This is an optimization exercise on Yosys and OpenROAD, whose aim is small area, a short achievable clock period and few clock cycles per item, not a production implementation.
RTL that was checked went through simulation tests only; none was proved equivalent to the original.
Only the layout flow was run in run 2; the RTL was not checked for function there.

==> design/flow/design.v <==
module aes_sbox (input wire [7:0] x, output wire [7:0] y);
    wire _000_, _001_, _002_, _003_, _004_, _005_, _006_, _007_, _008_, _009_, _010_, _011_, _012_, _013_, _014_, _015_;
    wire _016_, _017_, _018_, _019_, _020_, _021_, _022_, _023_, _024_, _025_, _026_, _027_, _028_, _029_, _030_, _031_;
    wire _032_, _033_, _034_, _035_, _036_, _037_, _038_, _039_, _040_, _041_, _042_, _043_, _044_, _045_, _046_, _047_;
    wire _048_, _049_, _050_, _051_, _052_, _053_, _054_, _055_, _056_, _057_, _058_, _059_, _060_, _061_, _062_, _063_;
    wire _064_, _065_, _066_, _067_, _068_, _069_, _070_, _071_, _072_, _073_, _074_, _075_, _076_, _077_, _078_, _079_;
    wire _080_, _081_, _082_, _083_, _084_, _085_, _086_, _087_, _088_, _089_, _090_, _091_, _092_, _093_, _094_, _095_;
    wire _096_, _097_, _098_, _099_, _100_, _101_, _102_, _103_, _104_, _105_, _106_, _107_, _108_, _109_, _110_, _111_;
    wire _112_, _113_, _114_, _115_, _116_, _117_, _118_, _119_, _120_, _121_, _122_, _123_, _124_, _125_, _126_, _127_;
    wire _128_, _129_, _130_, _131_, _132_, _133_, _134_, _135_, _136_, _137_, _138_, _139_, _140_, _141_, _142_, _143_;
    wire _144_, _145_, _146_, _147_, _148_, _149_, _150_, _151_, _152_, _153_, _154_, _155_, _156_, _157_, _158_, _159_;
    wire _160_, _161_, _162_, _163_, _164_;
    aes_g_nand2b g_165_ (.A_N(x[3]), .B(x[1]), .Y(_067_));
    aes_g_inv g_166_ (.A(x[1]), .Y(_076_));
    aes_g_nand2 g_167_ (.A(_076_), .B(x[3]), .Y(_084_));
    aes_g_nand2 g_168_ (.A(_084_), .B(_067_), .Y(_085_));
    aes_g_inv g_169_ (.A(x[2]), .Y(_086_));
    aes_g_inv g_170_ (.A(x[5]), .Y(_087_));
    aes_g_nand2 g_171_ (.A(_086_), .B(_087_), .Y(_088_));
    aes_g_nand2 g_172_ (.A(x[2]), .B(x[5]), .Y(_089_));
    aes_g_nand2 g_173_ (.A(_088_), .B(_089_), .Y(_090_));
    aes_g_xnor2 g_174_ (.A(_085_), .B(_090_), .Y(_091_));
    aes_g_xnor2 g_175_ (.A(x[2]), .B(x[7]), .Y(_092_));
    aes_g_inv g_176_ (.A(_092_), .Y(_093_));
    aes_g_inv g_177_ (.A(x[6]), .Y(_094_));
    aes_g_nand2 g_178_ (.A(_094_), .B(x[5]), .Y(_095_));
    aes_g_nand2 g_179_ (.A(_087_), .B(x[6]), .Y(_096_));
    aes_g_nand2 g_180_ (.A(_095_), .B(_096_), .Y(_097_));
    aes_g_inv g_181_ (.A(_097_), .Y(_098_));
    aes_g_nand2 g_182_ (.A(_098_), .B(x[0]), .Y(_099_));
    aes_g_nand2b g_183_ (.A_N(x[0]), .B(_097_), .Y(_100_));
    aes_g_nand2 g_184_ (.A(_099_), .B(_100_), .Y(_101_));
    aes_g_nand2 g_185_ (.A(_101_), .B(_076_), .Y(_102_));
    aes_g_inv g_186_ (.A(_101_), .Y(_103_));
    aes_g_nand2 g_187_ (.A(_103_), .B(x[1]), .Y(_104_));
    aes_g_nand2 g_188_ (.A(_104_), .B(_102_), .Y(_105_));
    aes_g_xor2 g_189_ (.A(_093_), .B(_105_), .X(_106_));
    aes_g_inv g_190_ (.A(_106_), .Y(_107_));
    aes_g_inv g_191_ (.A(x[7]), .Y(_108_));
    aes_g_nand2b g_192_ (.A_N(x[4]), .B(_108_), .Y(_109_));
    aes_g_nand2 g_193_ (.A(x[4]), .B(x[7]), .Y(_110_));
    aes_g_nand2 g_194_ (.A(_109_), .B(_110_), .Y(_111_));
    aes_g_inv g_195_ (.A(_111_), .Y(_112_));
    aes_g_nand2 g_196_ (.A(_112_), .B(_085_), .Y(_113_));
    aes_g_nand3 g_197_ (.A(_111_), .B(_067_), .C(_084_), .Y(_114_));
    aes_g_nand2 g_198_ (.A(_113_), .B(_114_), .Y(_115_));
    aes_g_xor2 g_199_ (.A(x[0]), .B(_115_), .X(_116_));
    aes_g_xnor2 g_200_ (.A(x[2]), .B(x[6]), .Y(_117_));
    aes_g_xnor2 g_201_ (.A(_085_), .B(_117_), .Y(_118_));
    aes_g_nand2 g_202_ (.A(_118_), .B(_112_), .Y(_119_));
    aes_g_xnor2 g_203_ (.A(x[2]), .B(x[4]), .Y(_120_));
    aes_g_inv g_204_ (.A(_120_), .Y(_121_));
    aes_g_xor2 g_205_ (.A(_090_), .B(_111_), .X(_122_));
    aes_g_nand2 g_206_ (.A(_122_), .B(_121_), .Y(_123_));
    aes_g_nand2 g_207_ (.A(_119_), .B(_123_), .Y(_124_));
    aes_g_xor2 g_208_ (.A(_098_), .B(_115_), .X(_125_));
    aes_g_nor2 g_209_ (.A(_093_), .B(_125_), .Y(_126_));
    aes_g_inv g_210_ (.A(_126_), .Y(_127_));
    aes_g_o21ai g_211_ (.A1(_119_), .A2(_127_), .B1(_124_), .Y(_128_));
    aes_g_inv g_212_ (.A(_115_), .Y(_129_));
    aes_g_nand2 g_213_ (.A(_108_), .B(_076_), .Y(_130_));
    aes_g_nand2 g_214_ (.A(x[7]), .B(x[1]), .Y(_131_));
    aes_g_nand2 g_215_ (.A(_130_), .B(_131_), .Y(_132_));
    aes_g_inv g_216_ (.A(_132_), .Y(_133_));
    aes_g_nand2 g_217_ (.A(_133_), .B(_120_), .Y(_134_));
    aes_g_nand2 g_218_ (.A(_121_), .B(_132_), .Y(_135_));
    aes_g_nand3 g_219_ (.A(_129_), .B(_134_), .C(_135_), .Y(_136_));
    aes_g_xor2 g_220_ (.A(_117_), .B(_136_), .X(_137_));
    aes_g_xor2 g_221_ (.A(_137_), .B(_128_), .X(_138_));
    aes_g_o21ai g_222_ (.A1(_107_), .A2(_116_), .B1(_138_), .Y(_139_));
    aes_g_or3 g_223_ (.A(_107_), .B(_116_), .C(_138_), .X(_140_));
    aes_g_nand2 g_224_ (.A(_140_), .B(_139_), .Y(_141_));
    aes_g_nand2 g_225_ (.A(_125_), .B(_093_), .Y(_142_));
    aes_g_xor2 g_226_ (.A(_119_), .B(_142_), .X(_143_));
    aes_g_nand2 g_227_ (.A(_135_), .B(_134_), .Y(_144_));
    aes_g_nand2 g_228_ (.A(_129_), .B(_144_), .Y(_145_));
    aes_g_xor2 g_229_ (.A(x[4]), .B(_101_), .X(_146_));
    aes_g_nand2 g_230_ (.A(_146_), .B(x[0]), .Y(_147_));
    aes_g_xor2 g_231_ (.A(_145_), .B(_147_), .X(_148_));
    aes_g_nand2 g_232_ (.A(_127_), .B(_142_), .Y(_149_));
    aes_g_inv g_233_ (.A(_149_), .Y(_150_));
    aes_g_xor2 g_234_ (.A(_150_), .B(_148_), .X(_151_));
    aes_g_xor2 g_235_ (.A(_143_), .B(_151_), .X(_152_));
    aes_g_nor2b g_236_ (.A(_152_), .B_N(_141_), .Y(_153_));
    aes_g_nor2 g_237_ (.A(_133_), .B(_091_), .Y(_154_));
    aes_g_xnor2 g_238_ (.A(_102_), .B(_154_), .Y(_155_));
    aes_g_xnor2 g_239_ (.A(_155_), .B(_128_), .Y(_156_));
    aes_g_nand2 g_240_ (.A(_091_), .B(_133_), .Y(_157_));
    aes_g_nand2 g_241_ (.A(_103_), .B(x[7]), .Y(_158_));
    aes_g_nand2 g_242_ (.A(_101_), .B(_108_), .Y(_159_));
    aes_g_and2 g_243_ (.A(_158_), .B(_159_), .X(_160_));
    aes_g_inv g_244_ (.A(_160_), .Y(_161_));
    aes_g_xnor2 g_245_ (.A(_101_), .B(_091_), .Y(_162_));
    aes_g_inv g_246_ (.A(_162_), .Y(_163_));
    aes_g_nand2 g_247_ (.A(_161_), .B(_163_), .Y(_164_));
    aes_g_xor2 g_248_ (.A(_157_), .B(_164_), .X(_000_));
    aes_g_xor2 g_249_ (.A(x[7]), .B(_091_), .X(_001_));
    aes_g_xor2 g_250_ (.A(_001_), .B(_143_), .X(_002_));
    aes_g_xor2 g_251_ (.A(_000_), .B(_002_), .X(_003_));
    aes_g_nor2 g_252_ (.A(_003_), .B(_152_), .Y(_004_));
    aes_g_o21ai g_253_ (.A1(_141_), .A2(_156_), .B1(_004_), .Y(_005_));
    aes_g_inv g_254_ (.A(_156_), .Y(_006_));
    aes_g_nor2 g_255_ (.A(_006_), .B(_141_), .Y(_007_));
    aes_g_inv g_256_ (.A(_007_), .Y(_008_));
    aes_g_nand3 g_257_ (.A(_152_), .B(_139_), .C(_140_), .Y(_009_));
    aes_g_nand3 g_258_ (.A(_008_), .B(_003_), .C(_009_), .Y(_010_));
    aes_g_and2 g_259_ (.A(_010_), .B(_005_), .X(_011_));
    aes_g_o22ai g_260_ (.A1(_152_), .A2(_003_), .B1(_007_), .B2(_153_), .Y(_012_));
    aes_g_nand2 g_261_ (.A(_008_), .B(_004_), .Y(_013_));
    aes_g_a31oi g_262_ (.A1(_011_), .A2(_012_), .A3(_013_), .B1(_153_), .Y(_014_));
    aes_g_nand2 g_263_ (.A(_014_), .B(_091_), .Y(_015_));
    aes_g_o21ai g_264_ (.A1(_003_), .A2(_141_), .B1(_006_), .Y(_016_));
    aes_g_a32oi g_265_ (.A1(_008_), .A2(_009_), .A3(_016_), .B1(_152_), .B2(_003_), .Y(_017_));
    aes_g_nand2 g_266_ (.A(_017_), .B(_121_), .Y(_018_));
    aes_g_nand2 g_267_ (.A(_016_), .B(_152_), .Y(_019_));
    aes_g_nand2 g_268_ (.A(_019_), .B(_005_), .Y(_020_));
    aes_g_inv g_269_ (.A(_020_), .Y(_021_));
    aes_g_nand2 g_270_ (.A(_011_), .B(_021_), .Y(_022_));
    aes_g_nand2b g_271_ (.A_N(_011_), .B(_020_), .Y(_023_));
    aes_g_nand2 g_272_ (.A(_023_), .B(_022_), .Y(_024_));
    aes_g_nor2 g_273_ (.A(_111_), .B(_024_), .Y(_025_));
    aes_g_xnor2 g_274_ (.A(_018_), .B(_025_), .Y(_026_));
    aes_g_xnor2 g_275_ (.A(_015_), .B(_026_), .Y(_027_));
    aes_g_nand2 g_276_ (.A(_021_), .B(x[0]), .Y(_028_));
    aes_g_nand2 g_277_ (.A(_141_), .B(_006_), .Y(_029_));
    aes_g_a21o g_278_ (.A1(_152_), .A2(_006_), .B1(_003_), .X(_030_));
    aes_g_xor2 g_279_ (.A(_029_), .B(_030_), .X(_031_));
    aes_g_xor2 g_280_ (.A(_020_), .B(_031_), .X(_032_));
    aes_g_nand2 g_281_ (.A(_032_), .B(_129_), .Y(_033_));
    aes_g_xor2 g_282_ (.A(_028_), .B(_033_), .X(_034_));
    aes_g_nand2 g_283_ (.A(_014_), .B(_133_), .Y(_035_));
    aes_g_nand3 g_284_ (.A(_012_), .B(_105_), .C(_013_), .Y(_036_));
    aes_g_nand2 g_285_ (.A(_011_), .B(_163_), .Y(_037_));
    aes_g_xor2 g_286_ (.A(_036_), .B(_037_), .X(_038_));
    aes_g_xor2 g_287_ (.A(_035_), .B(_038_), .X(_039_));
    aes_g_xor2 g_288_ (.A(_034_), .B(_039_), .X(_040_));
    aes_g_xor2 g_289_ (.A(_040_), .B(_027_), .X(y[0]));
    aes_g_nand2 g_290_ (.A(_017_), .B(_122_), .Y(_041_));
    aes_g_nand2 g_291_ (.A(_012_), .B(_013_), .Y(_042_));
    aes_g_xor2 g_292_ (.A(_042_), .B(_031_), .X(_043_));
    aes_g_nand2 g_293_ (.A(_043_), .B(_125_), .Y(_044_));
    aes_g_xor2 g_294_ (.A(_035_), .B(_044_), .X(_045_));
    aes_g_xor2 g_295_ (.A(_041_), .B(_045_), .X(_046_));
    aes_g_nor2 g_296_ (.A(_103_), .B(_042_), .Y(_047_));
    aes_g_inv g_297_ (.A(_047_), .Y(_048_));
    aes_g_xor2 g_298_ (.A(_048_), .B(_038_), .X(_049_));
    aes_g_xor2 g_299_ (.A(_049_), .B(_026_), .X(_050_));
    aes_g_xnor2 g_300_ (.A(_046_), .B(_050_), .Y(y[1]));
    aes_g_nand2 g_301_ (.A(_011_), .B(_161_), .Y(_051_));
    aes_g_xnor2 g_302_ (.A(_051_), .B(_034_), .Y(_052_));
    aes_g_nand2 g_303_ (.A(_021_), .B(_146_), .Y(_053_));
    aes_g_nor2 g_304_ (.A(_107_), .B(_031_), .Y(_054_));
    aes_g_nand2 g_305_ (.A(_048_), .B(_054_), .Y(_055_));
    aes_g_inv g_306_ (.A(_054_), .Y(_056_));
    aes_g_nand2 g_307_ (.A(_056_), .B(_047_), .Y(_057_));
    aes_g_nand2 g_308_ (.A(_057_), .B(_055_), .Y(_058_));
    aes_g_xor2 g_309_ (.A(_053_), .B(_058_), .X(_059_));
    aes_g_xor2 g_310_ (.A(_059_), .B(_052_), .X(_060_));
    aes_g_xor2 g_311_ (.A(_046_), .B(_027_), .X(_061_));
    aes_g_xor2 g_312_ (.A(_060_), .B(_061_), .X(y[2]));
    aes_g_xor2 g_313_ (.A(_028_), .B(_037_), .X(_062_));
    aes_g_nand2 g_314_ (.A(_032_), .B(_144_), .Y(_063_));
    aes_g_nor2 g_315_ (.A(_116_), .B(_031_), .Y(_064_));
    aes_g_xnor2 g_316_ (.A(_064_), .B(_063_), .Y(_065_));
    aes_g_xnor2 g_317_ (.A(_062_), .B(_065_), .Y(_066_));
    aes_g_xnor2 g_318_ (.A(_058_), .B(_026_), .Y(_068_));
    aes_g_xor2 g_319_ (.A(_066_), .B(_068_), .X(y[3]));
    aes_g_inv g_320_ (.A(_027_), .Y(_069_));
    aes_g_xor2 g_321_ (.A(_033_), .B(_065_), .X(_070_));
    aes_g_xor2 g_322_ (.A(_058_), .B(_070_), .X(_071_));
    aes_g_xor2 g_323_ (.A(_069_), .B(_071_), .X(y[4]));
    aes_g_nand2 g_324_ (.A(_043_), .B(_150_), .Y(_072_));
    aes_g_xor2 g_325_ (.A(_035_), .B(_072_), .X(_073_));
    aes_g_nand3 g_326_ (.A(_023_), .B(_118_), .C(_022_), .Y(_074_));
    aes_g_o21ai g_327_ (.A1(_111_), .A2(_024_), .B1(_074_), .Y(_075_));
    aes_g_nand2 g_328_ (.A(_075_), .B(_119_), .Y(_077_));
    aes_g_xor2 g_329_ (.A(_077_), .B(_073_), .X(_078_));
    aes_g_xor2 g_330_ (.A(_052_), .B(_078_), .X(y[5]));
    aes_g_xor2 g_331_ (.A(_054_), .B(_026_), .X(_079_));
    aes_g_xor2 g_332_ (.A(_041_), .B(_074_), .X(_080_));
    aes_g_xor2 g_333_ (.A(_080_), .B(_070_), .X(_081_));
    aes_g_xor2 g_334_ (.A(_079_), .B(_081_), .X(y[6]));
    aes_g_xor2 g_335_ (.A(_063_), .B(_058_), .X(_082_));
    aes_g_xor2 g_336_ (.A(_080_), .B(_082_), .X(_083_));
    aes_g_xnor2 g_337_ (.A(_083_), .B(_027_), .Y(y[7]));
endmodule
module aes_sbox_ni (input wire [7:0] x, output wire [7:0] y);
    wire _000_, _001_, _002_, _003_, _004_, _005_, _006_, _007_, _008_, _009_, _010_, _011_, _012_, _013_, _014_, _015_;
    wire _016_, _017_, _018_, _019_, _020_, _021_, _022_, _023_, _024_, _025_, _026_, _027_, _028_, _029_, _030_, _031_;
    wire _032_, _033_, _034_, _035_, _036_, _037_, _038_, _039_, _040_, _041_, _042_, _043_, _044_, _045_, _046_, _047_;
    wire _048_, _049_, _050_, _051_, _052_, _053_, _054_, _055_, _056_, _057_, _058_, _059_, _060_, _061_, _062_, _063_;
    wire _064_, _065_, _066_, _067_, _068_, _069_, _070_, _071_, _072_, _073_, _074_, _075_, _076_, _077_, _078_, _079_;
    wire _080_, _081_, _082_, _083_, _084_, _085_, _086_, _087_, _088_, _089_, _090_, _091_, _092_, _093_, _094_, _095_;
    wire _096_, _097_, _098_, _099_, _100_, _101_, _102_, _103_, _104_, _105_, _106_, _107_, _108_, _109_, _110_, _111_;
    wire _112_, _113_, _114_, _115_, _116_, _117_, _118_, _119_, _120_, _121_, _122_, _123_, _124_, _125_, _126_, _127_;
    wire _128_, _129_, _130_, _131_, _132_, _133_, _134_, _135_, _136_, _137_, _138_, _139_, _140_, _141_, _142_, _143_;
    wire _144_, _145_, _146_, _147_, _148_, _149_, _150_, _151_, _152_, _153_, _154_, _155_, _156_, _157_, _158_, _159_;
    aes_g_xnor2 g_160_ (.A(x[4]), .B(x[2]), .Y(_066_));
    aes_g_inv g_161_ (.A(_066_), .Y(_075_));
    aes_g_inv g_162_ (.A(x[4]), .Y(_079_));
    aes_g_nand2b g_163_ (.A_N(x[7]), .B(_079_), .Y(_080_));
    aes_g_nand2 g_164_ (.A(x[4]), .B(x[7]), .Y(_081_));
    aes_g_nand2 g_165_ (.A(_080_), .B(_081_), .Y(_082_));
    aes_g_inv g_166_ (.A(_082_), .Y(_083_));
    aes_g_nand2b g_167_ (.A_N(x[3]), .B(x[1]), .Y(_084_));
    aes_g_inv g_168_ (.A(x[1]), .Y(_085_));
    aes_g_nand2 g_169_ (.A(_085_), .B(x[3]), .Y(_086_));
    aes_g_nand2 g_170_ (.A(_086_), .B(_084_), .Y(_087_));
    aes_g_xnor2 g_171_ (.A(x[2]), .B(x[6]), .Y(_088_));
    aes_g_xnor2 g_172_ (.A(_087_), .B(_088_), .Y(_089_));
    aes_g_nand2 g_173_ (.A(_089_), .B(_083_), .Y(_090_));
    aes_g_inv g_174_ (.A(x[5]), .Y(_091_));
    aes_g_nand2b g_175_ (.A_N(x[2]), .B(_091_), .Y(_092_));
    aes_g_nand2 g_176_ (.A(x[2]), .B(x[5]), .Y(_093_));
    aes_g_nand2 g_177_ (.A(_092_), .B(_093_), .Y(_094_));
    aes_g_xor2 g_178_ (.A(_082_), .B(_094_), .X(_095_));
    aes_g_nand2 g_179_ (.A(_095_), .B(_075_), .Y(_096_));
    aes_g_xnor2 g_180_ (.A(_096_), .B(_090_), .Y(_097_));
    aes_g_inv g_181_ (.A(x[0]), .Y(_098_));
    aes_g_inv g_182_ (.A(x[6]), .Y(_099_));
    aes_g_nand2 g_183_ (.A(_099_), .B(x[5]), .Y(_100_));
    aes_g_nand2 g_184_ (.A(_091_), .B(x[6]), .Y(_101_));
    aes_g_nand2 g_185_ (.A(_100_), .B(_101_), .Y(_102_));
    aes_g_inv g_186_ (.A(_102_), .Y(_103_));
    aes_g_nand2 g_187_ (.A(_103_), .B(_098_), .Y(_104_));
    aes_g_nand2 g_188_ (.A(_102_), .B(x[0]), .Y(_105_));
    aes_g_nand2 g_189_ (.A(_104_), .B(_105_), .Y(_106_));
    aes_g_nand2 g_190_ (.A(_106_), .B(x[1]), .Y(_107_));
    aes_g_xnor2 g_191_ (.A(x[7]), .B(x[1]), .Y(_108_));
    aes_g_inv g_192_ (.A(_108_), .Y(_109_));
    aes_g_xnor2 g_193_ (.A(_087_), .B(_094_), .Y(_110_));
    aes_g_nor2 g_194_ (.A(_109_), .B(_110_), .Y(_111_));
    aes_g_xnor2 g_195_ (.A(_107_), .B(_111_), .Y(_112_));
    aes_g_xnor2 g_196_ (.A(_112_), .B(_097_), .Y(_113_));
    aes_g_nand2 g_197_ (.A(_083_), .B(_087_), .Y(_114_));
    aes_g_inv g_198_ (.A(_087_), .Y(_115_));
    aes_g_nand2 g_199_ (.A(_115_), .B(_082_), .Y(_116_));
    aes_g_nand2 g_200_ (.A(_114_), .B(_116_), .Y(_117_));
    aes_g_xor2 g_201_ (.A(_098_), .B(_117_), .X(_118_));
    aes_g_xnor2 g_202_ (.A(x[2]), .B(x[7]), .Y(_119_));
    aes_g_inv g_203_ (.A(_106_), .Y(_120_));
    aes_g_nand2 g_204_ (.A(_120_), .B(_085_), .Y(_121_));
    aes_g_nand2 g_205_ (.A(_121_), .B(_107_), .Y(_122_));
    aes_g_xor2 g_206_ (.A(_119_), .B(_122_), .X(_123_));
    aes_g_inv g_207_ (.A(_117_), .Y(_124_));
    aes_g_nand2 g_208_ (.A(_075_), .B(_108_), .Y(_125_));
    aes_g_nand2 g_209_ (.A(_109_), .B(_066_), .Y(_126_));
    aes_g_nand2 g_210_ (.A(_125_), .B(_126_), .Y(_127_));
    aes_g_inv g_211_ (.A(_127_), .Y(_128_));
    aes_g_nand2 g_212_ (.A(_128_), .B(_124_), .Y(_129_));
    aes_g_xor2 g_213_ (.A(_088_), .B(_129_), .X(_130_));
    aes_g_xor2 g_214_ (.A(_097_), .B(_130_), .X(_131_));
    aes_g_o21ai g_215_ (.A1(_118_), .A2(_123_), .B1(_131_), .Y(_132_));
    aes_g_or3 g_216_ (.A(_118_), .B(_123_), .C(_131_), .X(_133_));
    aes_g_nand2 g_217_ (.A(_133_), .B(_132_), .Y(_134_));
    aes_g_nand2 g_218_ (.A(_124_), .B(_127_), .Y(_135_));
    aes_g_xor2 g_219_ (.A(_079_), .B(_106_), .X(_136_));
    aes_g_nand2 g_220_ (.A(_136_), .B(_098_), .Y(_137_));
    aes_g_xor2 g_221_ (.A(_135_), .B(_137_), .X(_138_));
    aes_g_inv g_222_ (.A(_119_), .Y(_139_));
    aes_g_xor2 g_223_ (.A(_103_), .B(_117_), .X(_140_));
    aes_g_nor2 g_224_ (.A(_139_), .B(_140_), .Y(_141_));
    aes_g_xnor2 g_225_ (.A(_090_), .B(_141_), .Y(_142_));
    aes_g_xor2 g_226_ (.A(_138_), .B(_142_), .X(_143_));
    aes_g_nand2 g_227_ (.A(_110_), .B(_109_), .Y(_144_));
    aes_g_nand2 g_228_ (.A(_140_), .B(_139_), .Y(_145_));
    aes_g_xor2 g_229_ (.A(_090_), .B(_145_), .X(_146_));
    aes_g_xor2 g_230_ (.A(_106_), .B(_110_), .X(_147_));
    aes_g_xor2 g_231_ (.A(_082_), .B(_136_), .X(_148_));
    aes_g_nand2b g_232_ (.A_N(_147_), .B(_148_), .Y(_149_));
    aes_g_xor2 g_233_ (.A(_146_), .B(_149_), .X(_150_));
    aes_g_or2 g_234_ (.A(_144_), .B(_150_), .X(_151_));
    aes_g_nand2 g_235_ (.A(_150_), .B(_144_), .Y(_152_));
    aes_g_nand2 g_236_ (.A(_151_), .B(_152_), .Y(_153_));
    aes_g_inv g_237_ (.A(_153_), .Y(_154_));
    aes_g_o211ai g_238_ (.A1(_113_), .A2(_134_), .B1(_143_), .C1(_154_), .Y(_155_));
    aes_g_inv g_239_ (.A(_113_), .Y(_156_));
    aes_g_nor2 g_240_ (.A(_156_), .B(_143_), .Y(_157_));
    aes_g_nor3 g_241_ (.A(_134_), .B(_143_), .C(_153_), .Y(_158_));
    aes_g_nor2 g_242_ (.A(_157_), .B(_158_), .Y(_159_));
    aes_g_nand2 g_243_ (.A(_159_), .B(_155_), .Y(_000_));
    aes_g_inv g_244_ (.A(_134_), .Y(_001_));
    aes_g_nand2 g_245_ (.A(_001_), .B(_113_), .Y(_002_));
    aes_g_o211ai g_246_ (.A1(_134_), .A2(_143_), .B1(_153_), .C1(_002_), .Y(_003_));
    aes_g_nand2 g_247_ (.A(_155_), .B(_003_), .Y(_004_));
    aes_g_inv g_248_ (.A(_004_), .Y(_005_));
    aes_g_nand2 g_249_ (.A(_005_), .B(_000_), .Y(_006_));
    aes_g_o21ai g_250_ (.A1(_000_), .A2(_003_), .B1(_006_), .Y(_007_));
    aes_g_nand4 g_251_ (.A(_154_), .B(_156_), .C(_134_), .D(_143_), .Y(_008_));
    aes_g_o21ai g_252_ (.A1(_113_), .A2(_143_), .B1(_154_), .Y(_009_));
    aes_g_o21ai g_253_ (.A1(_113_), .A2(_001_), .B1(_009_), .Y(_010_));
    aes_g_nand2 g_254_ (.A(_010_), .B(_008_), .Y(_011_));
    aes_g_nand2 g_255_ (.A(_134_), .B(_143_), .Y(_012_));
    aes_g_nand2 g_256_ (.A(_154_), .B(_143_), .Y(_013_));
    aes_g_nand2 g_257_ (.A(_013_), .B(_002_), .Y(_014_));
    aes_g_o21ai g_258_ (.A1(_156_), .A2(_013_), .B1(_014_), .Y(_015_));
    aes_g_nand2 g_259_ (.A(_015_), .B(_012_), .Y(_016_));
    aes_g_inv g_260_ (.A(_016_), .Y(_017_));
    aes_g_nand2 g_261_ (.A(_017_), .B(_011_), .Y(_018_));
    aes_g_inv g_262_ (.A(_011_), .Y(_019_));
    aes_g_nand2 g_263_ (.A(_019_), .B(_016_), .Y(_020_));
    aes_g_nand2 g_264_ (.A(_018_), .B(_020_), .Y(_021_));
    aes_g_xnor2 g_265_ (.A(_007_), .B(_021_), .Y(_022_));
    aes_g_nand2 g_266_ (.A(_022_), .B(_075_), .Y(_023_));
    aes_g_nand2 g_267_ (.A(_007_), .B(_083_), .Y(_024_));
    aes_g_nand2 g_268_ (.A(_005_), .B(_015_), .Y(_025_));
    aes_g_nand3 g_269_ (.A(_025_), .B(_110_), .C(_012_), .Y(_026_));
    aes_g_xor2 g_270_ (.A(_026_), .B(_024_), .X(_027_));
    aes_g_xor2 g_271_ (.A(_027_), .B(_023_), .X(_028_));
    aes_g_inv g_272_ (.A(_000_), .Y(_029_));
    aes_g_nand2 g_273_ (.A(_029_), .B(_098_), .Y(_030_));
    aes_g_xnor2 g_274_ (.A(_000_), .B(_011_), .Y(_031_));
    aes_g_inv g_275_ (.A(_031_), .Y(_032_));
    aes_g_nor2 g_276_ (.A(_117_), .B(_032_), .Y(_033_));
    aes_g_xnor2 g_277_ (.A(_030_), .B(_033_), .Y(_034_));
    aes_g_and3 g_278_ (.A(_025_), .B(_109_), .C(_012_), .X(_035_));
    aes_g_inv g_279_ (.A(_035_), .Y(_036_));
    aes_g_nand2 g_280_ (.A(_017_), .B(_122_), .Y(_037_));
    aes_g_nand2 g_281_ (.A(_005_), .B(_147_), .Y(_038_));
    aes_g_xnor2 g_282_ (.A(_038_), .B(_037_), .Y(_039_));
    aes_g_xor2 g_283_ (.A(_036_), .B(_039_), .X(_040_));
    aes_g_xor2 g_284_ (.A(_034_), .B(_040_), .X(_041_));
    aes_g_xor2 g_285_ (.A(_028_), .B(_041_), .X(y[0]));
    aes_g_xor2 g_286_ (.A(_024_), .B(_023_), .X(_042_));
    aes_g_nand2 g_287_ (.A(_022_), .B(_095_), .Y(_043_));
    aes_g_nand3 g_288_ (.A(_018_), .B(_020_), .C(_140_), .Y(_044_));
    aes_g_xor2 g_289_ (.A(_036_), .B(_044_), .X(_045_));
    aes_g_xnor2 g_290_ (.A(_045_), .B(_043_), .Y(_046_));
    aes_g_nor2 g_291_ (.A(_120_), .B(_016_), .Y(_047_));
    aes_g_xor2 g_292_ (.A(_047_), .B(_039_), .X(_048_));
    aes_g_xor2 g_293_ (.A(_048_), .B(_046_), .X(_049_));
    aes_g_xor2 g_294_ (.A(_042_), .B(_049_), .X(y[1]));
    aes_g_nor2 g_295_ (.A(_148_), .B(_004_), .Y(_050_));
    aes_g_xor2 g_296_ (.A(_050_), .B(_034_), .X(_051_));
    aes_g_nand2 g_297_ (.A(_029_), .B(_136_), .Y(_052_));
    aes_g_nor2 g_298_ (.A(_123_), .B(_019_), .Y(_053_));
    aes_g_xor2 g_299_ (.A(_047_), .B(_053_), .X(_054_));
    aes_g_xor2 g_300_ (.A(_052_), .B(_054_), .X(_055_));
    aes_g_xor2 g_301_ (.A(_055_), .B(_051_), .X(_056_));
    aes_g_xor2 g_302_ (.A(_028_), .B(_046_), .X(_057_));
    aes_g_xor2 g_303_ (.A(_057_), .B(_056_), .X(y[2]));
    aes_g_nor2 g_304_ (.A(_128_), .B(_032_), .Y(_058_));
    aes_g_nor2 g_305_ (.A(_118_), .B(_019_), .Y(_059_));
    aes_g_xor2 g_306_ (.A(_059_), .B(_058_), .X(_060_));
    aes_g_xor2 g_307_ (.A(_038_), .B(_030_), .X(_061_));
    aes_g_xor2 g_308_ (.A(_061_), .B(_060_), .X(_062_));
    aes_g_xor2 g_309_ (.A(_054_), .B(_042_), .X(_063_));
    aes_g_xor2 g_310_ (.A(_062_), .B(_063_), .X(y[3]));
    aes_g_xnor2 g_311_ (.A(_033_), .B(_060_), .Y(_064_));
    aes_g_xor2 g_312_ (.A(_054_), .B(_028_), .X(_065_));
    aes_g_xor2 g_313_ (.A(_064_), .B(_065_), .X(y[4]));
    aes_g_nand2 g_314_ (.A(_007_), .B(_089_), .Y(_067_));
    aes_g_nand2 g_315_ (.A(_024_), .B(_067_), .Y(_068_));
    aes_g_nand2 g_316_ (.A(_068_), .B(_090_), .Y(_069_));
    aes_g_nor2 g_317_ (.A(_119_), .B(_021_), .Y(_070_));
    aes_g_xnor2 g_318_ (.A(_070_), .B(_069_), .Y(_071_));
    aes_g_xor2 g_319_ (.A(_045_), .B(_071_), .X(_072_));
    aes_g_xnor2 g_320_ (.A(_072_), .B(_051_), .Y(y[5]));
    aes_g_xor2 g_321_ (.A(_067_), .B(_043_), .X(_073_));
    aes_g_xor2 g_322_ (.A(_073_), .B(_064_), .X(_074_));
    aes_g_xor2 g_323_ (.A(_053_), .B(_042_), .X(_076_));
    aes_g_xor2 g_324_ (.A(_076_), .B(_074_), .X(y[6]));
    aes_g_xnor2 g_325_ (.A(_058_), .B(_054_), .Y(_077_));
    aes_g_xor2 g_326_ (.A(_077_), .B(_073_), .X(_078_));
    aes_g_xor2 g_327_ (.A(_028_), .B(_078_), .X(y[7]));
endmodule
module aes_g_a21o (input wire A1, input wire A2, input wire B1, output wire X);
    assign X = (A1&A2) | (B1);
endmodule
module aes_g_a31oi (input wire A1, input wire A2, input wire A3, input wire B1, output wire Y);
    assign Y = (~A1&~B1) | (~A2&~B1) | (~A3&~B1);
endmodule
module aes_g_a32oi (input wire A1, input wire A2, input wire A3, input wire B1, input wire B2, output wire Y);
    assign Y = (~A1&~B1) | (~A1&~B2) | (~A2&~B1) | (~A3&~B1) | (~A2&~B2) | (~A3&~B2);
endmodule
module aes_g_and2 (input wire A, input wire B, output wire X);
    assign X = (A&B);
endmodule
module aes_g_and3 (input wire A, input wire B, input wire C, output wire X);
    assign X = (A&B&C);
endmodule
module aes_g_inv (input wire A, output wire Y);
    assign Y = (~A);
endmodule
module aes_g_nand2 (input wire A, input wire B, output wire Y);
    assign Y = (~A) | (~B);
endmodule
module aes_g_nand2b (input wire A_N, input wire B, output wire Y);
    assign Y = (A_N) | (~B);
endmodule
module aes_g_nand3 (input wire A, input wire B, input wire C, output wire Y);
    assign Y = (~A) | (~B) | (~C);
endmodule
module aes_g_nand4 (input wire A, input wire B, input wire C, input wire D, output wire Y);
    assign Y = (~A) | (~B) | (~C) | (~D);
endmodule
module aes_g_nor2 (input wire A, input wire B, output wire Y);
    assign Y = (~A&~B);
endmodule
module aes_g_nor2b (input wire A, input wire B_N, output wire Y);
    assign Y = (~A&B_N);
endmodule
module aes_g_nor3 (input wire A, input wire B, input wire C, output wire Y);
    assign Y = (~A&~B&~C);
endmodule
module aes_g_o211ai (input wire A1, input wire A2, input wire B1, input wire C1, output wire Y);
    assign Y = (~A1&~A2) | (~B1) | (~C1);
endmodule
module aes_g_o21ai (input wire A1, input wire A2, input wire B1, output wire Y);
    assign Y = (~A1&~A2) | (~B1);
endmodule
module aes_g_o22ai (input wire A1, input wire A2, input wire B1, input wire B2, output wire Y);
    assign Y = (~B1&~B2) | (~A1&~A2);
endmodule
module aes_g_or2 (input wire A, input wire B, output wire X);
    assign X = (A) | (B);
endmodule
module aes_g_or3 (input wire A, input wire B, input wire C, output wire X);
    assign X = (A) | (B) | (C);
endmodule
module aes_g_xnor2 (input wire A, input wire B, output wire Y);
    assign Y = (~A&~B) | (A&B);
endmodule
module aes_g_xor2 (input wire A, input wire B, output wire X);
    assign X = (A&~B) | (~A&B);
endmodule
module aes_xor2_b  (input wire a, input wire b, output wire y); assign y = a ^ b;    endmodule
module aes_xnor2_b (input wire a, input wire b, output wire y); assign y = ~(a ^ b); endmodule
module aes_nand2_b (input wire a, input wire b, output wire y); assign y = ~(a & b); endmodule
module aes_nor2_b  (input wire a, input wire b, output wire y); assign y = ~(a | b); endmodule
module aes_inv_b   (input wire a, output wire y);               assign y = ~a;       endmodule
module aes_o22ai_b (input wire a1, input wire a2, input wire b1, input wire b2, output wire y);
    assign y = ~((a1 | a2) & (b1 | b2));
endmodule
module aes_a22o_b  (input wire a1, input wire a2, input wire b1, input wire b2, output wire y);
    assign y = (a1 & a2) | (b1 & b2);
endmodule
module aes_o21ai_b (input wire a1, input wire a2, input wire b1, output wire y);
    assign y = ~((a1 | a2) & b1);
endmodule
module aes_a222oi_b (input wire sa, input wire a, input wire sb, input wire b, input wire sc, input wire c,
                     output wire y);
    assign y = ~((sa & a) | (sb & b) | (sc & c));
endmodule
module aes_xor2 #(parameter W = 1) (input wire [W-1:0] a, input wire [W-1:0] b, output wire [W-1:0] y);
    genvar i;
    generate for (i = 0; i < W; i = i + 1) begin : g
        aes_xor2_b u (.a(a[i]), .b(b[i]), .y(y[i]));
    end endgenerate
endmodule
module aes_xnor2 #(parameter W = 1) (input wire [W-1:0] a, input wire [W-1:0] b, output wire [W-1:0] y);
    genvar i;
    generate for (i = 0; i < W; i = i + 1) begin : g
        aes_xnor2_b u (.a(a[i]), .b(b[i]), .y(y[i]));
    end endgenerate
endmodule
module aes_nand2 #(parameter W = 1) (input wire [W-1:0] a, input wire [W-1:0] b, output wire [W-1:0] y);
    genvar i;
    generate for (i = 0; i < W; i = i + 1) begin : g
        aes_nand2_b u (.a(a[i]), .b(b[i]), .y(y[i]));
    end endgenerate
endmodule
module aes_nor2 #(parameter W = 1) (input wire [W-1:0] a, input wire [W-1:0] b, output wire [W-1:0] y);
    genvar i;
    generate for (i = 0; i < W; i = i + 1) begin : g
        aes_nor2_b u (.a(a[i]), .b(b[i]), .y(y[i]));
    end endgenerate
endmodule
module aes_inv #(parameter W = 1) (input wire [W-1:0] a, output wire [W-1:0] y);
    genvar i;
    generate for (i = 0; i < W; i = i + 1) begin : g
        aes_inv_b u (.a(a[i]), .y(y[i]));
    end endgenerate
endmodule
module aes_o22ai #(parameter W = 1) (input wire [W-1:0] a, input wire sa, input wire [W-1:0] b, input wire sb,
                                     output wire [W-1:0] y);
    genvar i;
    generate for (i = 0; i < W; i = i + 1) begin : g
        aes_o22ai_b u (.a1(a[i]), .a2(sa), .b1(b[i]), .b2(sb), .y(y[i]));
    end endgenerate
endmodule
module aes_a222oi #(parameter W = 1) (input wire sa, input wire [W-1:0] a, input wire sb, input wire [W-1:0] b,
                                      input wire sc, input wire [W-1:0] c, output wire [W-1:0] y);
    genvar i;
    generate for (i = 0; i < W; i = i + 1) begin : g
        aes_a222oi_b u (.sa(sa), .a(a[i]), .sb(sb), .b(b[i]), .sc(sc), .c(c[i]), .y(y[i]));
    end endgenerate
endmodule
module aes_a22o #(parameter W = 1) (input wire sa, input wire [W-1:0] a, input wire sb, input wire [W-1:0] b,
                                    output wire [W-1:0] y);
    genvar i;
    generate for (i = 0; i < W; i = i + 1) begin : g
        aes_a22o_b u (.a1(sa), .a2(a[i]), .b1(sb), .b2(b[i]), .y(y[i]));
    end endgenerate
endmodule
module aes_o21ai #(parameter W = 1) (input wire s, input wire [W-1:0] a, input wire [W-1:0] b, output wire [W-1:0] y);
    genvar i;
    generate for (i = 0; i < W; i = i + 1) begin : g
        aes_o21ai_b u (.a1(s), .a2(a[i]), .b1(b[i]), .y(y[i]));
    end endgenerate
endmodule
module aes_enc (
    input  wire         clk,
    input  wire         rst,         
    input  wire         start,       
    input  wire [1:0]   key_len,     
    input  wire [255:0] key,         
    input  wire [127:0] din,         
    output wire         ready,       
    output reg          done,        
    output wire [127:0] dout
);
    reg        rdy;          
    reg        rsel, nrsel;  
    reg        xv, xm192, xm256, xr1;
    reg  [2:0] xkc;
    reg  [3:0] xcnt;
    reg  [7:0] xrcon;
    reg        yv, ym192, ym256, ylast;
    reg  [2:0] ykc;
    reg  [3:0] ycnt;
    reg  [7:0] yrcon;
    assign ready = rdy;
    function [2:0] kc_next;
        input [2:0] kc;
        input       m192, m256;
        kc_next = m192 ? ((kc == 3'd4) ? 3'd2 : (kc == 3'd2) ? 3'd0 : 3'd4) :
                  m256 ? (kc ^ 3'd4) : 3'd0;
    endfunction
    wire       xm192_d = rdy ? (key_len == 2'd1) : ym192;
    wire       xm256_d = rdy ? (key_len == 2'd2) : ym256;
    wire [2:0] xkc_d   = rdy ? ((key_len == 2'd0) ? 3'd0 : 3'd4) : kc_next(ykc, ym192, ym256);
    wire       xr1_d   = rdy;
    wire [7:0] xrcon_d = rdy ? 8'h01 : ym02 ? ({yrcon[6:0], 1'b0} ^ (yrcon[7] ? 8'h1b : 8'h00)) : yrcon;
    wire       kc0_d  = (xkc_d == 3'd0);
    wire       kc4_d  = (xkc_d == 3'd4);
    wire       p0_d   = kc0_d || (xm256_d && kc4_d && !xr1_d);   
    wire       p2_d   = xm192_d && kc4_d;                        
    wire       ik01_d = xr1_d && (xm256_d || xm192_d);           
    wire       ik23_d = xr1_d && xm256_d;                        
    wire [2:0] nkc_d  = kc_next(xkc_d, xm192_d, xm256_d);        
    reg kc0, p2, xrotw;
    reg sa01, sb01, sa23, sb23, sc;      
    reg c0, c1, c2, c3;                  
    reg xm01, xm23;                      
    reg xsna, xsnb, xsnc;                
    always @(posedge clk) begin
        kc0   <= kc0_d;
        p2    <= p2_d;
        xrotw <= kc0_d || p2_d;
        sa01  <= xm256_d || ik01_d;
        sb01  <= xm192_d && !ik01_d;
        sa23  <= xm256_d;
        sb23  <= xm192_d;
        sc    <= !xm192_d && !xm256_d;
        c0    <= !(p0_d || ik01_d);
        c1    <= !ik01_d;
        c2    <= !(p2_d || ik23_d);
        c3    <= !ik23_d;
        xm01  <= p0_d;
        xm23  <= p0_d || p2_d;
        xsna  <= (nkc_d == 3'd0);
        xsnb  <= xm256_d && (nkc_d == 3'd4);
        xsnc  <= xm192_d && (nkc_d == 3'd4);
    end
    reg ym02, m01, m23, sna, snb, snc;
    always @(posedge clk) begin
        ym02 <= xrotw;
        m01  <= xm01;
        m23  <= xm23;
        sna  <= xsna;
        snb  <= xsnb;
        snc  <= xsnc;
    end
    reg  [255:0] kw, km;             
    reg  [31:0]  sin, sw;
    wire [31:0]  K [0:7];
    genvar k;
    generate
        for (k = 0; k < 8; k = k + 1) begin : g_k
            assign K[k] = kw[255 - 32*k -: 32];
        end
    endgenerate
    wire [31:0] sw_d;
    aes_sbox u_ks0 (.x(sin[31:24]), .y(sw_d[31:24]));
    aes_sbox u_ks1 (.x(sin[23:16]), .y(sw_d[23:16]));
    aes_sbox u_ks2 (.x(sin[15:8]),  .y(sw_d[15:8]));
    aes_sbox u_ks3 (.x(sin[7:0]),   .y(sw_d[7:0]));
    wire [31:0] wold_n [0:3];
    aes_a222oi #(32) u_wo0 (.sa(sa01), .a(K[0]), .sb(sb01), .b(K[2]), .sc(sc), .c(K[4]), .y(wold_n[0]));
    aes_a222oi #(32) u_wo1 (.sa(sa01), .a(K[1]), .sb(sb01), .b(K[3]), .sc(sc), .c(K[5]), .y(wold_n[1]));
    aes_a222oi #(32) u_wo2 (.sa(sa23), .a(K[2]), .sb(sb23), .b(K[4]), .sc(sc), .c(K[6]), .y(wold_n[2]));
    aes_a222oi #(32) u_wo3 (.sa(sa23), .a(K[3]), .sb(sb23), .b(K[5]), .sc(sc), .c(K[7]), .y(wold_n[3]));
    wire [7:0] r0n = ~({8{kc0}} & xrcon);
    wire [7:0] r2n = ~({8{p2}} & xrcon);
    wire [31:0] A [0:3];
    wire [31:0] t0, t1, t2, t3;
    wire [7:0]  q0, q2;
    aes_nand2 #(32) u_t0  (.a({32{c0}}), .b(K[7]), .y(t0));
    aes_nand2 #(8)  u_q0  (.a(t0[31:24]), .b(r0n), .y(q0));
    aes_xnor2 #(8)  u_a0h (.a(wold_n[0][31:24]), .b(q0), .y(A[0][31:24]));
    aes_xor2  #(24) u_a0l (.a(wold_n[0][23:0]), .b(t0[23:0]), .y(A[0][23:0]));
    aes_nand2 #(32) u_t1  (.a({32{c1}}), .b(A[0]), .y(t1));
    aes_xor2  #(32) u_a1  (.a(wold_n[1]), .b(t1), .y(A[1]));
    aes_nand2 #(32) u_t2  (.a({32{c2}}), .b(A[1]), .y(t2));
    aes_nand2 #(8)  u_q2  (.a(t2[31:24]), .b(r2n), .y(q2));
    aes_xnor2 #(8)  u_a2h (.a(wold_n[2][31:24]), .b(q2), .y(A[2][31:24]));
    aes_xor2  #(24) u_a2l (.a(wold_n[2][23:0]), .b(t2[23:0]), .y(A[2][23:0]));
    aes_nand2 #(32) u_t3  (.a({32{c3}}), .b(A[2]), .y(t3));
    aes_xor2  #(32) u_a3  (.a(wold_n[3]), .b(t3), .y(A[3]));
    wire [31:0] g0, g2;
    wire [127:0] nw_n;
    aes_nand2 #(32) u_g0 (.a({32{m01}}), .b(sw), .y(g0));
    aes_nand2 #(32) u_g2 (.a({32{m23}}), .b(sw), .y(g2));
    wire [31:0] Am [0:3];
    assign Am[0] = km[255:224];
    assign Am[1] = km[223:192];
    assign Am[2] = km[191:160];
    assign Am[3] = km[159:128];
    aes_xor2  #(32) u_n0 (.a(Am[0]), .b(g0), .y(nw_n[127:96]));
    aes_xor2  #(32) u_n1 (.a(Am[1]), .b(g0), .y(nw_n[95:64]));
    aes_xor2  #(32) u_n2 (.a(Am[2]), .b(g2), .y(nw_n[63:32]));
    aes_xor2  #(32) u_n3 (.a(Am[3]), .b(g2), .y(nw_n[31:0]));
    wire [255:0] kw_d;
    wire [127:0] kh_n;
    aes_a22o  #(128) u_kwh (.sa(rsel), .a(key[127:0]), .sb(nrsel), .b(km[127:0]), .y(kw_d[255:128]));
    aes_nand2 #(128) u_khn (.a({128{rsel}}), .b(key[255:128]), .y(kh_n));
    aes_o21ai #(128) u_kwl (.s(rsel), .a(nw_n), .b(kh_n), .y(kw_d[127:0]));
    wire [31:0] k67, x237_n, nsin;
    aes_xor2  #(32) u_k67  (.a(km[63:32]), .b(km[31:0]), .y(k67));
    aes_xor2  #(32) u_x237 (.a(k67), .b(nw_n[31:0]), .y(x237_n));
    aes_a222oi #(32) u_nsin (.sa(sna), .a({nw_n[23:0], nw_n[31:24]}), .sb(snb), .b(nw_n[31:0]),
                             .sc(snc), .c({x237_n[23:0], x237_n[31:24]}), .y(nsin));
    wire [31:0] sin0 = (key_len == 2'd1) ? {key[87:64], key[95:88]} : {key[151:128], key[159:152]};
    wire [31:0] sin_d = rsel ? sin0 : nsin;
    reg  [127:0] xs_n, y;
    wire [127:0] y_d;
    genvar n;
    generate
        for (n = 0; n < 16; n = n + 1) begin : g_sb
            aes_sbox_ni u_sb (.x(xs_n[127 - 8*n -: 8]), .y(y_d[127 - 8*n -: 8]));
        end
    endgenerate
    wire [7:0] sr [0:15];
    generate
        for (n = 0; n < 16; n = n + 1) begin : g_sr
            assign sr[n] = y[127 - 8*(((n / 4 + n % 4) % 4) * 4 + n % 4) -: 8];
        end
    endgenerate
    wire [127:0] mc, srw;
    generate
        for (n = 0; n < 4; n = n + 1) begin : g_mc
            wire [31:0] s = {sr[4*n], sr[4*n + 1], sr[4*n + 2], sr[4*n + 3]};
            wire [31:0] u;           
            wire [31:0] w;           
            wire [11:0] h;           
            aes_xor2 #(32) u_u (.a(s), .b({s[23:0], s[31:24]}), .y(u));
            aes_xor2 #(32) u_w (.a({s[23:0], s[31:24]}), .b({u[15:0], u[31:16]}), .y(w));
            genvar i;
            for (i = 0; i < 4; i = i + 1) begin : g_i
                wire [7:0] ui = u[31 - 8*i -: 8];
                aes_xor2 #(3) u_h (.a({ui[0], ui[2], ui[3]}), .b({3{ui[7]}}), .y(h[3*i +: 3]));
                aes_xor2 #(8) u_m (.a(w[31 - 8*i -: 8]),
                                   .b({ui[6:4], h[3*i], h[3*i + 1], ui[1], h[3*i + 2], ui[7]}),
                                   .y(mc[127 - 32*n - 8*i -: 8]));
            end
            assign srw[127 - 32*n -: 32] = s;
        end
    endgenerate
    wire [127:0] xa_n, xs_d;
    aes_o22ai #(128) u_xa  (.a(din), .sa(nrsel), .b(mc), .sb(rsel), .y(xa_n));
    aes_xor2  #(128) u_xs  (.a(xa_n), .b(kw_d[127:0]), .y(xs_d));
    reg  [127:0] dout_r;
    wire [127:0] dout_d;
    aes_xnor2 #(128) u_fin (.a(srw), .b(nw_n), .y(dout_d));
    assign dout = dout_r;
    always @(posedge clk) begin
        xs_n   <= xs_d;
        y      <= y_d;
        kw     <= kw_d;
        km     <= {A[0], A[1], A[2], A[3], kw[127:0]};
        sin    <= sin_d;
        sw     <= sw_d;
        dout_r <= dout_d;
    end
    wire       load    = start && rdy;
    wire       xv_d    = !rst && (load || (yv && !ylast));
    wire [3:0] xcnt_d  = rdy ? ((key_len == 2'd0) ? 4'd10 : (key_len == 2'd1) ? 4'd12 : 4'd14) :
                         ycnt - 4'd1;
    wire       rdy_d   = rst || ((!xv || xcnt == 4'd1) && (!xv_d || xcnt_d <= 4'd10));
    always @(posedge clk) begin
        xv    <= xv_d;
        xcnt  <= xcnt_d;
        xm192 <= xm192_d;
        xm256 <= xm256_d;
        xkc   <= xkc_d;
        xrcon <= xrcon_d;
        xr1   <= xr1_d;
        yv    <= !rst && xv;
        ym192 <= xm192;
        ym256 <= xm256;
        ykc   <= xkc;
        ycnt  <= xcnt;
        yrcon <= xrcon;
        ylast <= (xcnt == 4'd1);
        rdy   <= rdy_d;
        rsel  <= rdy_d;
        nrsel <= !rdy_d;
        done  <= !rst && yv && ylast;
    end
endmodule
==> design/flow/flow/run.sh <==
#!/bin/bash
# Layout flow: the standard flow (standard.sh, unchanged synthesis), with
# plain buf_1 cells as the port buffers instead of the flow's default choice,
# a clock tree of clkbuf_16 cells without dummy loads, and timing repair asked
# for a setup margin (the SDC is unchanged).
set -euo pipefail
bash standard.sh "BUFFER_PORTS_ARGS=-buffer_cell sky130_fd_sc_hd__buf_1" "SETUP_SLACK_MARGIN=10.5" \
  "CTS_ARGS=-sink_clustering_enable -repair_clock_nets -dont_use_dummy_load -buf_list sky130_fd_sc_hd__clkbuf_16" \
  finish > make_finish.log 2>&1
==> design/flow/standard.sh <==
#!/bin/bash
# synth_recipe.tcl (not shown) runs the flow's synth.tcl, then flattens the netlist and writes it again
# the make line also repeats each setting of config.mk as NAME=value (left out here)
make -C /OpenROAD-flow-scripts/flow DESIGN_CONFIG=/design/flow/config.mk WORK_HOME=/design/flow/orfs CLKGATE_MAP_FILE= SYNTH_SCRIPT=/design/flow/synth_recipe.tcl "${@:-finish}"
==> design/flow/config.mk <==
export PLATFORM = sky130hd
export DESIGN_NAME = aes_enc
export DESIGN_NICKNAME = aes_enc
export VERILOG_FILES = /design/flow/design.v
export SDC_FILE = /design/flow/constraint.sdc
export NUM_CORES = 8
export LEC_CHECK = 0
export CAP_MARGIN = 10
export CORE_MARGIN = 2
export CORE_UTILIZATION = 45
export PLACE_DENSITY = 0.6
export SLEW_MARGIN = 10
export SYNTH_HIERARCHICAL = 1
==> design/flow/constraint.sdc <==
create_clock -name core_clock -period 15.0 [get_ports {clk}]
set_input_delay 3.0000 -clock core_clock [delete_from_list [all_inputs] [get_ports {clk}]]
set_output_delay 3.0000 -clock core_clock [all_outputs]
set_load 0.01 [all_outputs]
==> results of run 1 <==
## sequential cells by signal (all words and copies together) (netlist names), 8 cells and up
| name | cells |
|---|---|
| dout_r | 128 |
| km | 256 |
| kw | 256 |
| sin | 32 |
| sw | 32 |
| xrcon | 8 |
| xs_n | 128 |
| y | 128 |
| yrcon | 8 |
## placed cells by master, fill, tap and decap left out, types with 45 or more instances in the layout
master,n
buf_4,45
buf_1,518
nand3_1,58
o21ai_1,226
a222oi_1,160
xnor2_1,501
nor2_1,253
nand2b_1,85
a22o_1,128
xor2_1,1645
inv_1,468
o22ai_1,132
dfxtp_1,1007
xor2_2,87
clkbuf_16,111
nand2_1,1457
## layer usage
metal | GRT usage [%] | routed length, µm | up-vias
li1 | - | - | 22200
met1 | 46.4 | 96300 | 22700
met2 | 52.1 | 96600 | 2197
met3 | 6.03 | 19600 | 393
met4 | 20.0 | 14700 | 12
met5 | 0 | 89 | -
## stage by stage
stage / utilization, % / hold WS [ns]
after floorplan: - / 0.310
after global placement: 48.8 / 0.312
after detailed placement: 48.8 / 0.312
after CTS: 51.0 / 0.326
after global routing: 51.7 / 0.329
final: 51.7 / 0.325
## layout make-up
cell class | count | area (µm²)
sequential | 1021 | 20500
multi-input combinational | 5002 | 34500
antenna | 4 | 10.0
tap | 1637 | 2050
fill | 11800 | 59600
clock buffer | 111 | 2780
timing repair buffer | 567 | 2350
inverter | 469 | 1760
## repair_timing
item                                    in CTS  in global routing
endpoints found under the setup margin       2                104
gates resized for setup                      1                106
setup buffers                                2                 13
pin swaps                                    0                 28
hold endpoints to repair                     0                  0
## logic make-up after synthesis
logic type	count (synthesis)
compound gates	748
xor+xnor	2249
buf+inv	486
mux	38
fa+ha+maj	1
simple gates	1966
flops	1021
## Yosys stat by module (local to each module, per instance), excerpt
module	cells	copies in the design	flip-flops and latches	cell area, µm²
aes_a222oi_b	1	160	0	10.0
aes_a22o_b	1	128	0	8.76
aes_g_and2	1	8	0	6.26
aes_g_inv	1	460	0	3.75
aes_g_nand2b	1	80	0	6.26
aes_g_nand3	1	56	0	5.00
aes_g_nor2b	1	4	0	13.8
aes_g_nor3	1	16	0	10.0
aes_g_o211ai	1	32	0	12.5
aes_g_o21ai	1	100	0	5.00
aes_g_or2	1	16	0	6.26
aes_g_or3	1	20	0	6.26
aes_g_xor2	1	868	0	8.76
aes_o22ai_b	1	128	0	6.26
aes_xnor2_b	1	144	0	8.76
## worst max path at each step
stage                     startpoint  endpoint  slack (ns)  depth (start not counted)
after floorplan                 rsel     ready        9.14                          0
after global placement    key_len[0]        c2       10.23                          5
after detailed placement  key_len[0]        c2       10.15                          5
after CTS                    sin[31]    sw[26]       10.52                         24
after global routing        xs_n[23]     y[18]       10.41                         23
final                           rsel     ready       10.59                          1
==> summary.md, run 1 <==
| Metric | Value |
|---|---|
| Top cells by count, synth | 1733 x xor2_1, 1459 x nand2_1, 1021 x dfxtp_1, 516 x xnor2_1, 468 x inv_1 |
| Register clock-pin slew on the reported worst setup and hold paths | 0.06 ns |
| Peak Freq | around 230 MHz |
| DR vias | roughly 47k |
| Num CTS Buffers | 111 |
| Unrepaired setup endpoints after global routing | yes |
| Synth Area in XOR/XNOR | 35.2% |
| Yosys reg bits | a little over 1k |
| Gr ovfl total | 0 |
| Initial antenna violation count | 17 |
| Clk sinks | ~1.0k |
| Setup WS pre-CTS | 10.15 ns |
| Initial Utilization | 45.3% |
| Hold Crit Start | xrotw |
| Status | timing/DRC/antenna clean |
| Top_reg_cell synth | dfxtp_1 |
| Global-route wire length before repair | 315000 µm |
| Post-layout minimum cycle time | roughly 4.4 ns |
| Worst-margin pin slew | around 1.4 ns |
| Fin Setup TNS | 0 ns |
| Ratio of cells with drive above 1 in the final layout | under 10% |
| Yosys top cell by area | dfxtp_1 |
| Initial DRC count | approximately 5.2k |
| Adder-cell share of the synthesized area | less than 1% |
| DP Area | ~60000 µm² |
| Sequential area share after synthesis | ~37% |
| Vias/cell | ~5.4 |
| # DRC | 0 |
| Flop2flop setup slack | roughly 11 ns |
| Post-route ant nets | 0 |
| Max incr delay on CP | ~0.52 ns |
| Worst-Skew Late Latency | about 0.74 ns |
| Final setup violation count | 0 |
| CP Class | flop to output port |
| Syn_nets | 6899 |
| Initial DRT Pass Iterations | 10 |
| Worst setup SP type | flop |
| Fin cells | slightly below 9k |
| CTS tree | done |
| IO Pins | 519 |
| Hpwl dp | 180000 µm |
| Die Width | 357 µm |
| Post-synthesis async set-or-reset flop share | 0% |
| Relative slew slack | 7.33% |
| Syn Area/Cell | 8.60 µm² |
| Placed insts | just under 9k |
| Synthesis Warnings | 7 |
| Final Wtd Congestion | around 0.98 |
| Top-count cell post-synth | xor2_1 |
| Complex-gate fraction of the synthesized area | a little under 10% |
| WL/cell | ~26 µm |
| Root Driver | clkbuf_16 |
| End of the worst hold path | ym02 |
| Yosys cell types | 50 |
| Setup Skew | 0.0759 ns |
| Post-synth top area share | 36.5% |
| Hold buffers post-CTS | 0 |
| Post-Synthesis Cells | around 6.5k |
| Max Root-Sink Buffers | 3 |
| Global-route usage over all layers | around 35% |
| Cell Area, Synth | 56000 µm² |
| Synth top area cells | dfxtp_1 37%, xor2_1 27%, nand2_1 9.8% |
| Top delay family on crit path | flip-flops |
| Die Ht | between 300 and 400 µm |
| CP max stage cell | dfxtp_4 |
| Layout area overhead | 14.2% |
| Reg-to-reg endpoint | sw[18] |
| Final wirelength | 227000 µm |
| Crit path max fanout | 14 |
| Final Cycle Share | between 20 and 30% |
| Final hold vios | 0 |
| Largest family of logic cells by synthesized area | XOR/XNOR gates |
| H-tree depth | 3 |
| Start of the worst register-to-register path | sin[23] |
| Vias in the first global route | roughly 45k |
| Setup ws final | 10.59 ns |
| DIE AREA | approximately 130000 µm² |
| Max Slew Vio Count | 0 |
| Post-synthesis mux area share | 0.680% |
| Register-to-Register Path Depth | 23 |
| Pin count of the biggest net entering global routing | ~170 |
| Critical Path End Type | output port |
| Cells along the critical path | buf_1 |
| Critical path required time | between 10 and 15 ns |
| Simple-gate share of the synthesized area | between 10% and 20% |
| Layout Nets | around 7.6k |
| Worst EP arrival | 1.41 ns |
| EDFF count, synth | 0 |
| PortBufs | 518 |
| Max cap viols | 0 |
| Min-delay worst type | flop to flop |
| Hold Path Depth | 0 |
| Final std cell area, no fill | 63900 µm² |
| Row count | around 130 |
| CP Buf/Inv Count | 1 |
| Core area | around 120000 µm² |
Testbench counts, summed over its fixed seeds: cycles 28,456, blocks 2,400.
==> inputs of run 2 (changes only) <==
--- a/design/flow/design.v
+++ b/design/flow/design.v
@@ -609,7 +609,7 @@
     aes_nand2 #(32) u_t3  (.a({32{c3}}), .b(A[2]), .y(t3));
     aes_xor2  #(32) u_a3  (.a(wold_n[3]), .b(t3), .y(A[3]));
     wire [31:0] g0, g2;
-    wire [127:0] nw_n;
+    wire [127:0] nw;
     aes_nand2 #(32) u_g0 (.a({32{m01}}), .b(sw), .y(g0));
     aes_nand2 #(32) u_g2 (.a({32{m23}}), .b(sw), .y(g2));
     wire [31:0] Am [0:3];
@@ -617,19 +617,19 @@
     assign Am[1] = km[223:192];
     assign Am[2] = km[191:160];
     assign Am[3] = km[159:128];
-    aes_xor2  #(32) u_n0 (.a(Am[0]), .b(g0), .y(nw_n[127:96]));
-    aes_xor2  #(32) u_n1 (.a(Am[1]), .b(g0), .y(nw_n[95:64]));
-    aes_xor2  #(32) u_n2 (.a(Am[2]), .b(g2), .y(nw_n[63:32]));
-    aes_xor2  #(32) u_n3 (.a(Am[3]), .b(g2), .y(nw_n[31:0]));
+    aes_xnor2 #(32) u_n0 (.a(Am[0]), .b(g0), .y(nw[127:96]));
+    aes_xnor2 #(32) u_n1 (.a(Am[1]), .b(g0), .y(nw[95:64]));
+    aes_xnor2 #(32) u_n2 (.a(Am[2]), .b(g2), .y(nw[63:32]));
+    aes_xnor2 #(32) u_n3 (.a(Am[3]), .b(g2), .y(nw[31:0]));
     wire [255:0] kw_d;
-    wire [127:0] kh_n;
     aes_a22o  #(128) u_kwh (.sa(rsel), .a(key[127:0]), .sb(nrsel), .b(km[127:0]), .y(kw_d[255:128]));
-    aes_nand2 #(128) u_khn (.a({128{rsel}}), .b(key[255:128]), .y(kh_n));
-    aes_o21ai #(128) u_kwl (.s(rsel), .a(nw_n), .b(kh_n), .y(kw_d[127:0]));
+    aes_a22o  #(128) u_kwl (.sa(rsel), .a(key[255:128]), .sb(nrsel), .b(nw), .y(kw_d[127:0]));
     wire [31:0] k67, x237_n, nsin;
     aes_xor2  #(32) u_k67  (.a(km[63:32]), .b(km[31:0]), .y(k67));
-    aes_xor2  #(32) u_x237 (.a(k67), .b(nw_n[31:0]), .y(x237_n));
-    aes_a222oi #(32) u_nsin (.sa(sna), .a({nw_n[23:0], nw_n[31:24]}), .sb(snb), .b(nw_n[31:0]),
+    aes_xnor2 #(32) u_x237 (.a(k67), .b(nw[31:0]), .y(x237_n));
+    wire [31:0] n3_n;
+    aes_inv   #(32) u_n3n (.a(nw[31:0]), .y(n3_n));
+    aes_a222oi #(32) u_nsin (.sa(sna), .a({n3_n[23:0], n3_n[31:24]}), .sb(snb), .b(n3_n),
                              .sc(snc), .c({x237_n[23:0], x237_n[31:24]}), .y(nsin));
     wire [31:0] sin0 = (key_len == 2'd1) ? {key[87:64], key[95:88]} : {key[151:128], key[159:152]};
     wire [31:0] sin_d = rsel ? sin0 : nsin;
@@ -672,7 +672,7 @@
     aes_xor2  #(128) u_xs  (.a(xa_n), .b(kw_d[127:0]), .y(xs_d));
     reg  [127:0] dout_r;
     wire [127:0] dout_d;
-    aes_xnor2 #(128) u_fin (.a(srw), .b(nw_n), .y(dout_d));
+    aes_xor2  #(128) u_fin (.a(srw), .b(nw), .y(dout_d));
     assign dout = dout_r;
     always @(posedge clk) begin
         xs_n   <= xs_d;
--- a/design/flow/config.mk
+++ b/design/flow/config.mk
@@ -5,9 +5,9 @@
 export SDC_FILE = /design/flow/constraint.sdc
 export NUM_CORES = 8
 export LEC_CHECK = 0
-export CAP_MARGIN = 10
+export CAP_MARGIN = 20
 export CORE_MARGIN = 2
 export CORE_UTILIZATION = 45
 export PLACE_DENSITY = 0.6
-export SLEW_MARGIN = 10
+export SLEW_MARGIN = 20
 export SYNTH_HIERARCHICAL = 1
==> run 2 against run 1 <==
- design area grew 0.40%
- setup slack better by 0.070 ns
- core utilization increased by 0.14 points
- die area grew 0.21%
- clock-buffer cell count decreased by 1
- register-to-register slack hardly changed
- clock skew grew 0.0064 ns
- sequential cell count unchanged
- area after synthesis rose by 0.21%
- fmax is 1.6% higher
==> summary.md, run 2 <==
| Metric | Value |
|---|---|
| Status | timing/DRC/antenna clean (unchanged) |
| Synthesis Warnings | 7 (unchanged) |
| Start of the worst register-to-register path | xs_n[55] (was sin[23]) |
| Total of fill cells in the finished design | 12.0k (was 11.8k) |
| Cell Area, Synth | 56100 µm² (was 56000 µm²) |
| Row count | 129 (unchanged) |
| Top delay family on crit path | flip-flops (unchanged) |
| Ratio of cells with drive above 1 in the final layout | 5.03% (was 4.77%) |
| Initial antenna violation count | 12 (was 17) |
| IO Pins | 519 (unchanged) |
| CP Buf/Inv Count | 1 (unchanged) |
| # DRC | 0 (unchanged) |
| CP Class | flop to output port (unchanged) |
| Core area | 124000 µm² (was 123000 µm²) |
| Post-synthesis async set-or-reset flop share | 0% (unchanged) |
| Post-Synthesis Cells | 6413 (was 6509) |
| Hold Crit Start | kw[111] (was xrotw) |
| Initial DRT Pass Iterations | 10 (unchanged) |
| WHS | 0.319 ns (was 0.325 ns) |
| DP Area | 60400 µm² (was 60200 µm²) |
| Syn_nets | 6803 (was 6899) |
| Critical Path Source | dout_r[77] (was rsel) |
| Vias in the first global route | 45.1k (was 45.3k) |
| H-tree depth | 3 (unchanged) |
| EDFF count, synth | 0 (unchanged) |
| Final hold vios | 0 (unchanged) |
| Syn Area/Cell | 8.74 µm² (was 8.60 µm²) |
| Global-route wire length before repair | 314000 µm (was 315000 µm) |
| Worst setup SP type | flop (unchanged) |
| Final wirelength | 226000 µm (was 227000 µm) |
| WL/cell | 25.9 µm (was 25.8 µm) |
run 2: changes by cell type in the layout (fill, tap and decap cells not counted), moves of 6 or more:
cell / change
a22o_1: +128
buf_4: +7
dfxtp_1: -6
inv_1: +32
nand2_1: -133
o21ai_1: -127
xnor2_1: +31
xor2_1: -26
xor2_2: -11
run 2: metal layers:
metal | GRT usage [%] | up-vias | routed length, µm
li1 | - | 22000 | -
met1 | 45.8 | 22300 | 96300
met2 | 51.7 | 2098 | 95700
met3 | 6.49 | 405 | 19100
met4 | 19.6 | 0 | 14600
met5 | 0 | - | 0
run 2: logic make-up after synthesis:
| group | synth area share, % |
|---|---|
| compound gates | 10.7 |
| simple gates | 13.5 |
| mux | 0.678 |
| buf+inv | 3.52 |
| fa+ha+maj | 0.0223 |
| flops | 36.5 |
| xor+xnor | 35.1 |
run 2: modules after synthesis (local to each module, per instance), a selection:
module | area [µm²] | times used
aes_a22o_b | 8.76 | 256
aes_g_and2 | 6.26 | 8
aes_g_o22ai | 6.26 | 4
aes_g_o21ai | 5.00 | 100
aes_xor2_b | 8.76 | 832
aes_g_or2 | 6.26 | 16
aes_g_nor2 | 3.75 | 208
aes_g_and3 | 6.26 | 16
aes_g_a21o | 7.51 | 4
aes_a222oi_b | 10.0 | 160
run 2: area by class of cell:
class	instances	area [µm²]	area share (%)
inverters	501	1880	2.93
multi-input cells	4874	34500	53.8
repair buffers	576	2450	3.81
well taps	1637	2050	3.19
flip-flops and latches	1021	20500	31.9
clock buffers	110	2750	4.29
diodes	7	17.5	0.0273
run 2: worst paths after layout:
check	end	slack [ns]	cells after the start
min reg2reg	km[111]	0.32	0
min	km[111]	0.32	0
max	dout[77]	10.66	1
max reg2reg	y[53]	10.75	21
run 2: metrics by stage:
| step | setup slack [ns] | instances |
|---|---|---|
| after floorplan | 9.76 | 6413 |
| after global placement | 10.29 | 8600 |
| after detailed placement | 10.22 | 8600 |
| after CTS | 10.50 | 8713 |
| after global routing | 10.42 | 8722 |
| final | 10.66 | 8726 |
run 2: worst reg2reg max path, stage by stage (launching register included):
cell      delay (ns)
dfxtp_1         0.40
nand2b_1        0.13
nand2_1         0.14
inv_1           0.13
nand2_1         0.06
nand2_1         0.20
xor2_1          0.31
nand2_1         0.11
xor2_1          0.18
xor2_1          0.16
or2_1           0.23
nand2_1         0.14
inv_1           0.11
o211ai_2        0.10
nand2_1         0.14
o21ai_1         0.27
nand2_1         0.19
nand2_1         0.10
nand2_1         0.06
xnor2_1         0.14
xor2_1          0.17
xnor2_1         0.59
run 2: what timing repair did:
action	CTS	global route
resized for setup	0	123
setup endpoints to repair	1	112
pin swaps	0	19
hold buffers	0	0
setup buffers	3	6

[re-timing with driven ports]
The flow's constraints put no driver on any port. The routed layouts listed below were extracted and timed again, unchanged, in two steps. Step 1, drivers: a clkbuf_16 drives clk and a buf_2 each remaining input, both assumed. Step 2, shift: input delay + t, output delay - t, t = (earliest + latest rising clock arrival at the registers) / 2. This alone moves slack from input paths to output paths. Three values: ideal ports, drivers, drivers and shift; two values: the first two.
| run | shift t [ns] | setup slack, ns | worst setup path at the end | worst slew at a driven data input, ns |
|---|---|---|---|---|
| run 1 | 0.776 | 10.590 / 10.516 / 10.202 | input to register | 0.16 |
| run 2 | 0.790 | 10.660 / 10.588 / 10.204 | input to register | 0.19 |
After both steps every run listed still meets setup and hold. The setup slack of run 2, which loses most, moves by -0.072 ns with the drivers and by -0.456 ns with both steps.
